Background: an optimization exercise with open tools, aiming at small area. Do not read the settings as production practice. In this exercise RTL edits were held to simulation tests only and were not proved equivalent to the original. Power figures rest on the tool's default switching activity, not on a simulated workload.

==> flow/design.v (outline; a module is shown in full before it is edited, if it fits) <==
// module jet_pp: 266 lines
// module jet_mtree: 521 lines
// module jet_slot: 156 lines
// module jet_ao22: 11 lines
// module jet_sel3: 13 lines
// module jet_pick: 23 lines
// module jet_and_or15: 13 lines
// module jet_and_or13: 15 lines
// module jet_aoi222: 6 lines
// module jet_nand5: 6 lines
// module jet_alu: 129 lines
// module jet_aslice: 22 lines
// module jet_shift: 110 lines
// module jet_mx2: 8 lines
// module jet_mx4: 10 lines
// module jet_cnt: 60 lines
// module jet_mac: 56 lines
// module jet_ladd2: 38 lines
// module jet_lcmp: 26 lines
// module jet_fa: 10 lines
// module jet_rca: 28 lines
// module jet_pc8: 16 lines
// module jet_cpa50: 39 lines
module jet_slot (
    input  wire        clk,
    input  wire        rst,         
    input  wire        head,        
    input  wire        in_valid,    
    input  wire        end_set,     
    input  wire [63:0] insn,
    input  wire [31:0] tok_n,
    input  wire [31:0] tok_e,
    input  wire [31:0] tok_s,
    input  wire [31:0] tok_w,
    input  wire [31:0] k0,
    input  wire [31:0] k1,
    input  wire [31:0] k2,
    input  wire [31:0] k3,
    input  wire        carry_in,    
    output reg         res_valid,   
    output reg  [31:0] result,
    output reg         send_valid,  
    output reg         send_carry,
    output reg  [31:0] w0,
    output reg  [31:0] w1,
    output reg  [31:0] w2,
    output reg  [31:0] w3,
    output reg  [47:0] acc,
    output reg         c_flag,
    output reg         p_flag
);
  // ...
==> flow/flow/run.sh <==
#!/bin/bash
# The standard layout with two changes: the smallest buffer (buf_1) on every
# port, and, after the floorplan, cells that synthesis sized up without need
# (slack to spare) set back to their smallest drive (flow/downsize.tcl).
set -euo pipefail
export BUFFER_PORTS_ARGS="-buffer_cell sky130_fd_sc_hd__buf_1"
R=orfs/results/$FLOW_PLATFORM/jet_slot/base
bash standard.sh floorplan > make_floorplan.log 2>&1
DZ_IN=$R/2_floorplan.odb DZ_OUT=$R/2_floorplan.odb DZ_SDC=$R/2_floorplan.sdc \
  DZ_MARGIN=2.0 DZ_FLOOR=3.0 openroad -no_init -exit flow/downsize.tcl > downsize.log 2>&1
bash standard.sh finish > make_finish.log 2>&1
==> flow/flow/downsize.tcl <==
# Downsizes combinational cells (not buffers, inverters, flip-flops or adders)
# whose output pins have slack above DZ_MARGIN ns to the smallest drive of the
# same function, keeping the design's worst setup slack at least DZ_FLOOR ns.
# env: DZ_IN, DZ_OUT (odb), DZ_SDC, DZ_MARGIN, DZ_FLOOR, DZ_PLACED (1: estimate
# placement parasitics first)
set plat $::env(FLOW_HOME)/platforms/sky130hd
read_liberty $plat/lib/sky130_fd_sc_hd__tt_025C_1v80.lib
read_db $::env(DZ_IN)
read_sdc $::env(DZ_SDC)
source $plat/setRC.tcl
if {[info exists ::env(DZ_PLACED)] && $::env(DZ_PLACED)} { estimate_parasitics -placement }
set margin $::env(DZ_MARGIN)
set floor [expr {$::env(DZ_FLOOR) * 1e-9}]
proc smallest {master} {
  if {![regexp {^(sky130_fd_sc_hd__[a-z0-9]+?)_(\d+)$} $master -> base drive]} { return "" }
  if {[regexp {__(buf|clkbuf|clkinv|inv|df|dlygate|clkdlybuf|dlymetal|conb|fa|ha|tap|fill|decap|diode|bufinv|bufbuf|sdf|edf)} $base]} { return "" }
  set best ""
  set ba 1e9
  foreach c [get_lib_cells */${base}_*] {
    set n [get_name $c]
    if {![regexp "^${base}_\\d+\$" $n]} { continue }
    if {[get_property $c dont_use]} { continue }
    set a [get_property $c area]
    if {$a < $ba} { set ba $a; set best $n }
  }
  if {$best eq $master} { return "" }
  return $best
}
puts "worst slack before: [expr {[sta::worst_slack_cmd max] * 1e9}] ns"
set saved 0.0
set n 0
set tried 0
foreach inst [get_cells *] {
  set m [get_property $inst ref_name]
  set s [smallest $m]
  if {$s eq ""} { continue }
  set worst 1e9
  foreach p [get_pins -of_objects $inst -filter "direction == output"] {
    set sl [get_property $p slack_max]
    if {$sl ne "" && $sl < $worst} { set worst $sl }
  }
  if {$worst < $margin} { continue }
  incr tried
  set oa [get_property [get_lib_cells */$m] area]
  set na [get_property [get_lib_cells */$s] area]
  replace_cell $inst [get_lib_cells */$s]
  if {[sta::worst_slack_cmd max] < $floor} {
    replace_cell $inst [get_lib_cells */$m]
  } else {
    set saved [expr {$saved + $oa - $na}]
    incr n
  }
}
puts "downsized $n of $tried cells tried, saved $saved um2"
puts "worst slack after: [expr {[sta::worst_slack_cmd max] * 1e9}] ns"
if {[info exists ::env(DZ_OUT)]} { write_db $::env(DZ_OUT) }
==> flow/standard.sh <==
#!/bin/bash
# synth_recipe.tcl (not shown) runs the flow's synth.tcl, then flattens the netlist and writes it again
# the make line also repeats each setting of config.mk as NAME=value (left out here)
make -C /OpenROAD-flow-scripts/flow DESIGN_CONFIG=/design/flow/config.mk WORK_HOME=/design/flow/orfs CLKGATE_MAP_FILE= SYNTH_SCRIPT=/design/flow/synth_recipe.tcl "${@:-finish}"
==> flow/config.mk <==
export PLATFORM = sky130hd
export DESIGN_NAME = jet_slot
export DESIGN_NICKNAME = jet_slot
export VERILOG_FILES = /design/flow/design.v
export SDC_FILE = /design/flow/constraint.sdc
export NUM_CORES = 8
export LEC_CHECK = 0
export CAP_MARGIN = 20
export CORE_MARGIN = 2
export CORE_UTILIZATION = 42
export PLACE_DENSITY = 0.55
export SLEW_MARGIN = 20
export SYNTH_HIERARCHICAL = 1
export SYNTH_MINIMUM_KEEP_SIZE = 0
==> flow/constraint.sdc <==
create_clock -name core_clock -period 30.0 [get_ports {clk}]
set_input_delay 6.0000 -clock core_clock [delete_from_list [all_inputs] [get_ports {clk}]]
set_output_delay 6.0000 -clock core_clock [all_outputs]
set_load 0.01 [all_outputs]
==> notes.md, run 1 <==
result of the run timing/DRC/antenna clean; Largest register FFs 48; total number of cells along the worst setup path 64; clock network fraction of total power 13.4%; Hold Crit Depth 2; end point of the critical path p_flag$_SDFFE_PN0P_; area of the placeable core 109000 um2; die height 334 um; Logic pwr share 74.6%; CTS root buf sky130_fd_sc_hd__clkbuf_16; layer with the highest usage met2; aggregate global-route resource usage 42.1%; Arrival @ worst endpoint 29230 ps; via count of the routed design 50200; commonest non-fill, non-tap cell in the layout sky130_fd_sc_hd__buf_1; Total Die Area 112000 um2; actual slew at the worst max-slew pin 1150 ps; CP max-delay cell sky130_fd_sc_hd__or4_1; CTS resizes 0; non-clock inverter total of the final layout 196; Max H-tree Level 1; met2 layer wire length in the routed design 100000 um; Ports 539; pins over their slew limit 0; portion of total power attributed to sequential cells 12.0%; Pwr Density 51.0 nW/um2
==> run 2, diff against run 1 <==
--- a/flow/config.mk
+++ b/flow/config.mk
@@ -9,4 +9,4 @@
 export CORE_MARGIN = 2
-export CORE_UTILIZATION = 42
-export PLACE_DENSITY = 0.55
+export CORE_UTILIZATION = 38
+export PLACE_DENSITY = 0.5
 export SLEW_MARGIN = 20
==> run 2 against run 1 <==
  * Still clean on timing, DRC and antenna
  * Fmax is 0.38% higher
  * Worst setup slack better by 110 ps
  * Sequential share of layout area hardly changed
  * Register-to-register slack hardly changed
  * Global-route usage is 2.8 points lower
==> notes.md, run 2 <==
result of the run timing/DRC/antenna clean (unchanged); number of instances in the synthesized netlist 4932 (unchanged); most frequent cells in the layout sky130_fd_sc_hd__buf_1 (524), sky130_fd_sc_hd__nor2_1 (490), sky130_fd_sc_hd__a222oi_1 (482) (was sky130_fd_sc_hd__buf_1 (524), sky130_fd_sc_hd__nor2_1 (491), sky130_fd_sc_hd__a222oi_1 (482)); row cnt 127 (was 121); layout cell share with drive strength beyond 1 8.80% (was 8.87%); setup slack after placement 1310 ps (was 1430 ps); clock transition at the register clock pins on the worst setup and hold paths after CTS 80 ps (was 90 ps); Max H-tree Level 1 (unchanged); average detailed-routed wire length per instance 35.6 um (about the same); setup tns final 0 ps (unchanged); worst setup skew after layout 54.5 ps (was 46.0 ps); average via count per standard cell 7.02 (was 7.26); worst setup path class in2reg (unchanged); share of the clock period used by the worst path after layout 95.6% (was 96.0%); number of antenna violations at the first check in global routing 49 (was 42); Largest Register acc (unchanged); number of warning messages in the yosys log 11 (unchanged); Largest register FFs 48 (unchanged); Overflow after GRT 0 (unchanged); post-route antenna net violation count 0 (unchanged); startpoint type of the worst setup path input port (unchanged); count of unresolved DRC violations after routing 0 (unchanged); final estimated routing congestion in global placement 1.06 (about the same); TritonRoute pass-1 iters 22 (unchanged); Pwr Density 51.1 nW/um2 (was 51.0 nW/um2); CTS root buf sky130_fd_sc_hd__clkbuf_16 (unchanged); worst path required time 30480 ps (was 30430 ps); highest ir drop seen on vdd 111 uV (was 89.4 uV); Arrival @ worst endpoint 29170 ps (was 29230 ps); number of design-rule violations left by the first detailed-router iteration 10300 (was 11400); hold buffers post-CTS 0 (unchanged); total count of hold-check failures in the final report 0 (unchanged); final-layout worst hold slack 530 ps (was 558 ps); Max-cap violations 0 (unchanged); buffers inserted during post-CTS setup optimization 0 (unchanged); Ports 539 (unchanged); count of port buffers added during placement 530 (unchanged); count of nets after finishing 6291 (was 6292); unrepaired setup endpoints after global routing no (unchanged); Crit path top cell by count sky130_fd_sc_hd__fa_1 (unchanged); Netlist Area Pre-Place 45900 um2 (unchanged); WL final 252000 um (was 246000 um); maximum clock frequency 0.0349 GHz (was 0.0347 GHz); die boundary width 351 um (was 334 um); kind of cell with the highest combined delay on the critical path adder cells (unchanged); synthesized area per cell 9.30 um2 (unchanged); CTS resizes 0 (unchanged); Max clock buf depth 3 (unchanged); commonest non-fill, non-tap cell in the layout sky130_fd_sc_hd__buf_1 (unchanged); actual slew at the worst max-slew pin 1200 ps (was 1150 ps); initial cell density of the core 38.3% (was 42.2%); worst-skew pair later-pin latency 620 ps (was 610 ps); fill count 12300 (was 10800); largest net degree at the start of global routing 97 (was 71); clock tree from TritonCTS yes (unchanged); Clock Sinks 213 (unchanged); DPL Wire Length 196000 um (was 191000 um); crit-path max cell delay 1050 ps (was 1040 ps); Hold Path Class reg2reg (unchanged); Inserted Clock Buffers 26 (was 25); aggregate global-route resource usage 39.3% (was 42.1%); via count of the routed design 49900 (was 50200); die height 351 um (was 334 um); Worst Setup End Kind flop (unchanged); remaining max-slew budget at the tightest pin 19.9% (was 23.4%); post-layout worst setup margin 1310 ps (was 1200 ps); global-route wire length before repair 350000 um (was 342000 um); vias in the first global route 46300 (was 46100); Area Overhead vs Synth 8.43% (was 7.82%); Total Die Area 123000 um2 (was 112000 um2); Final min period 28690 ps (was 28800 ps); CP max-delay cell sky130_fd_sc_hd__or4_2 (was sky130_fd_sc_hd__or4_1); pins over their slew limit 0 (unchanged); area of the placeable core 120000 um2 (was 109000 um2); number of buffers and inverters on the critical path 5 (unchanged); setup-violating endpoint count in the final report 0 (unchanged); Worst Path Max Fanout 25 (was 24); Leakage 19.8 nW (about the same)
## run 2: worst paths after layout
kind / startpoint / end / slack, ps / depth (start not counted)
setup / recovery: insn[62] / p_flag$_SDFFE_PN0P_ / 1310 / 65
hold / removal: c_flag$_SDFFE_PN0P_ / c_flag$_SDFFE_PN0P_ / 530 / 2
setup reg to reg: w1[0]$_DFF_P_ / p_flag$_SDFFE_PN0P_ / 8540 / 59
hold reg to reg: c_flag$_SDFFE_PN0P_ / c_flag$_SDFFE_PN0P_ / 530 / 2
## run 2: through the flow
step	cell area [um2]	utilization (%)	std cells	power [mW]
after floorplan	46100	-	4986	1.53
after global placement	48700	40.7	7021	2.09
after detailed placement	48700	40.7	7022	2.11
after CTS	49600	41.4	7066	2.47
after global routing	49700	41.5	7094	2.67
final	49700	41.5	7099	2.54
## run 2: area by class of cell
type / count / area (um2) / share of cell area, %
clock buffer: 32 / 703 / 1.41
tap: 1612 / 2020 / 4.06
multi-input combinational: 4242 / 38000 / 76.4
clock inverter: 12 / 190 / 0.382
timing repair buffer: 759 / 3720 / 7.48
antenna: 33 / 82.6 / 0.166
sequential: 213 / 4260 / 8.57
inverter: 196 / 736 / 1.48
## run 2: where the power goes
part           total [mW]  internal (mW)  switching [mW]
logic                1.88          0.705            1.18
clock network       0.357          0.201           0.156
registers           0.303          0.296         0.00703
## run 2: per-layer routing
| layer | track usage, % | share of wire (%) | vias to the layer above |
|---|---|---|---|
| met3 | 10.1 | 13 | 781 |
| met4 | 21.8 | 6.9 | 18 |
| met1 | 52.9 | 38 | 24800 |
| met5 | 0 | 0.043 | - |
| met2 | 57.2 | 42 | 3927 |
| li1 | - | - | 20300 |
## run 2: worst register-to-register path, delay by kind of cell (launching register included)
family          cells  cell delay (ps)
fa+ha+maj          22             9100
simple gates       14             5070
compound gates      8             2920
mux                 9             2610
buf+inv             4              780
xor+xnor            2              490
flops               1              370

-- what the ideal ports hide --
No port has a modelled driver above. Below, the same layouts with a new extraction and two added sets of constraints.
Step 1 sets driving cells, clkbuf_16 on the clock port and buf_2 on the other inputs (assumed; they add their load-dependent delay and slew).
Step 2 times the ports against the registers' clock, not the clock port: input delays grow and output delays shrink by t, the midpoint of the rising clock arrivals with the driver on.
a / b / c = ideal / step 1 / step 2; a / b = the first two.
run	shift t [ns]	setup slack, ns	hold WS [ns]	worst setup path at the end
run 1	0.667	1.201 / 1.256 / 0.589	0.558 / 0.558 / 0.558	input to register
run 2	0.667	1.309 / 1.359 / 0.692	0.530 / 0.530 / 0.530	input to register
After both steps every run listed still meets setup and hold. The setup slack of run 2, which loses most, moves by +0.050 ns with the drivers and by -0.617 ns with both steps.
